This design comes from an exercise in tuning for small area and a short achievable clock period on the open sky130 flow, not from production work.
Only simulation tests tie the RTL to the original design; equivalence was not proved.
Power is estimated from default activity; no workload was simulated.

== run A ==
==> flow/design.v (excerpt) <==
module lane_symbol_path (
    input  wire        clk,
    input  wire        rst,            
    input  wire        rx_valid,       
    input  wire [19:0] rx_bits,
    input  wire        cdr_lock,       
    input  wire        comma_align,    
    input  wire        bitslip,        
    input  wire        decode_check,   
    output reg         tx_valid,       
    output reg  [19:0] tx_bits,        
    output reg  [1:0]  code_err,       
    output reg  [1:0]  disp_err,       
    output reg         sym_lock,       
    output reg  [3:0]  word_phase      
);
Settings: LEC_CHECK=0, CAP_MARGIN=20, CORE_MARGIN=2, CORE_UTILIZATION=40, SLEW_MARGIN=70; clock period 34.0 ns.
standard.sh (not shown) runs the stock make flow with config.mk's settings and CLKGATE_MAP_FILE= SYNTH_SCRIPT=/design/flow/synth_recipe.tcl, a recipe that flattens the netlist after the stock synthesis.
==> flow/flow/run.sh <==
#!/bin/bash
# Layout flow: the standard ORFS flow (standard.sh, all steps), with
#  - an area-oriented ABC mapping script for the synthesis's logic mapping
#    (abc_area_map.script; the registers are mapped as in the standard
#    synthesis, before ABC),
#  - plain buffers (buf_2) instead of delay buffers on the ports,
#  - a smaller clock tree: clkbuf_8 buffers, no dummy loads.
# The clock period and constraints are the standard flow's (constraint.sdc, config.mk).
# Each tool's output is in orfs/logs/; make's own output in orfs_flow.log.
set -euo pipefail
W=$(pwd)
rm -rf "$W/scripts_local"
cp -r "$FLOW_HOME/scripts" "$W/scripts_local"
cp "$W/flow/abc_area_map.script" "$W/scripts_local/abc_speed.script"
export SCRIPTS_DIR="$W/scripts_local"
export BUFFER_PORTS_ARGS="-buffer_cell sky130_fd_sc_hd__buf_2"
export CTS_ARGS="-sink_clustering_enable -repair_clock_nets -buf_list sky130_fd_sc_hd__clkbuf_8 -root_buf sky130_fd_sc_hd__clkbuf_8 -dont_use_dummy_load -sink_clustering_size 20 -sink_clustering_max_diameter 100"
bash standard.sh > "$W/orfs_flow.log" 2>&1
==> flow/flow/abc_area_map.script <==
strash
dc2
dch -f
amap
topo
buffer -c
dnsize -c
Input changes introduced in run B (baseline for comparison: run A):
Settings: a change of SLEW_MARGIN from 70 to 80.
[summary]
- Class of the most critical setup path = input port to flip-flop: run B; class of the most critical setup path = flip-flop to output pin: run A
- Going from run A to run B, the proportion of cell area occupied by multi-input gates was found to have gone up by 1.3 points.
- Where global-route wire length before repair is concerned, run A is better than run B.
- Between run A and run B, the flow reports cell count increasing by a few percent.
- Last element of the critical path = grp_q[4]: run B; last element of the critical path = tx_bits[16]: run A
What run C does differently from run B at the input level:
Settings: SLEW_MARGIN changed from 80 to 60.
Notes after the runs:
Looking at run B and run C, the synthesized cell count is a wash.
Looking at total of plain and repair buffers excluding clock buffers, run C sits 54 lower than run B does.
Changes observed in run C relative to run B: length of routed wiring on met1 decreased 3.1%, setup slack at placement increased 640 ps, first-pass detailed-route iteration total increased 2.
Final critical delay including setup and external delays, run B and run C: smaller value in run C
Compared with run B, run C ends up with a smaller final cell area.
Amount of wire on met2 after detailed routing was higher in the run labelled run B.
On overall via count from detail_route: run C sits below run B.
The cell count after placement in run C was lower than what run B gave.
### run C -> run D
-- flow/flow/run.sh --
<<< run C, line 7
#  - a smaller clock tree: clkbuf_8 buffers, no dummy loads.
>>> run D, line 7
#  - a smaller clock tree: clkbuf_8 buffers, no dummy loads,
#  - a setup margin for the flow's repair_timing calls a little beyond the
#    slack the layout reaches without it, so that the repair upsizes the
#    weak drivers on the few paths that set the achieved period.
<<< run C, line 18
>>> run D, line 21
export SETUP_SLACK_MARGIN=22.6
export TNS_END_PERCENT=0
- Compared with run C, in run D total met3 wirelength after detailed routing moved up; final setup slack of the worst path moved up.
- Cmp run C and run D / minimum setup slack among reg-to-reg paths / higher: run C
- Going from run C to run D, the routed length on met2 was found to have gone up by 170 um.
- Run D reports a lower proportion of cell area occupied by registers than run C does.
- Comparing run C and run D, the higher sum of routed wire length over all layers is on run D.
- Against run C, depth of the worst register-to-register path in run D rose by a few percent.
- The core of run D is more densely filled than that of run C.
### run D -> run E
-- flow/flow/run.sh --
<<< run D, line 7
#  - a smaller clock tree: clkbuf_8 buffers, no dummy loads,
#  - a setup margin for the flow's repair_timing calls a little beyond the
#    slack the layout reaches without it, so that the repair upsizes the
#    weak drivers on the few paths that set the achieved period.
>>> run E, line 7
#  - a smaller clock tree: clkbuf_8 buffers, no dummy loads.
<<< run D, line 21
export SETUP_SLACK_MARGIN=22.6
export TNS_END_PERCENT=0
>>> run E, line 18
==> flow/flow/abc_area_map.script <==
strash
dc2
dch -f
amap
topo
Run E: done, clean on timing, DRC and antenna. Total power (higher): run D. Summary of the comparison: proportion of power drawn by combinational gates is lower in run E, relative to run D. Comparing run D and run E, the lower data arrival time of the critical path is on run D.
Setup changes, run E to run F
Settings: SLEW_MARGIN now 20, was 60.
==> flow/flow/abc_area_map.script <==
strash
dc2
dch -f
amap
topo
buffer -c
dnsize -c
- Run F: done, clean on timing, DRC and antenna
- When the final numbers for run F and run E were put side by side, the leakage component of the power turned out to be smaller in run E.
- Compared to run E, run F has area added between synthesis and finish 4.1 points lower.
- Run F against run E: first-pass GRT wire length higher; register-to-register setup slack higher.

what the ideal ports hide:
In the flow no input, the clock included, has a driving cell. The finished layouts below were timed again as built, in two steps.
Step 1 sets driving cells, clkbuf_16 on the clock port and buf_2 on the other inputs (assumed; they add their load-dependent delay and slew).
Step 2, shift: input delay + t, output delay - t, t = (earliest + latest rising clock arrival at the registers) / 2. This alone moves slack from input paths to output paths.
a / b / c = no drivers / after step 1 / after step 2; a / b = the first two.
| run | t, ns | setup WS [ns] | worst register clock-pin slew, ns | pins driven straight from the clock port |
|---|---|---|---|---|
| run A | 0.381 | 22.564 / 22.530 / 22.384 | 0.07 / 0.07 | 1 |
| run B | 0.373 | 21.651 / 21.665 / 21.291 | 0.07 / 0.07 | 1 |
| run C | 0.381 | 22.418 / 22.383 / 22.099 | 0.06 / 0.06 | 1 |
| run D | 0.380 | 22.847 / 22.813 / 22.647 | 0.06 / 0.06 | 1 |
| run E | 0.373 | 22.207 / 22.222 / 21.849 | 0.07 / 0.07 | 1 |
| run F | 0.376 | 21.668 / 21.632 / 21.708 | 0.06 / 0.06 | 1 |
After both steps setup and hold are still met in every run listed. The setup slack of run B, which loses most, moves by +0.014 ns with the drivers and by -0.360 ns with both steps.
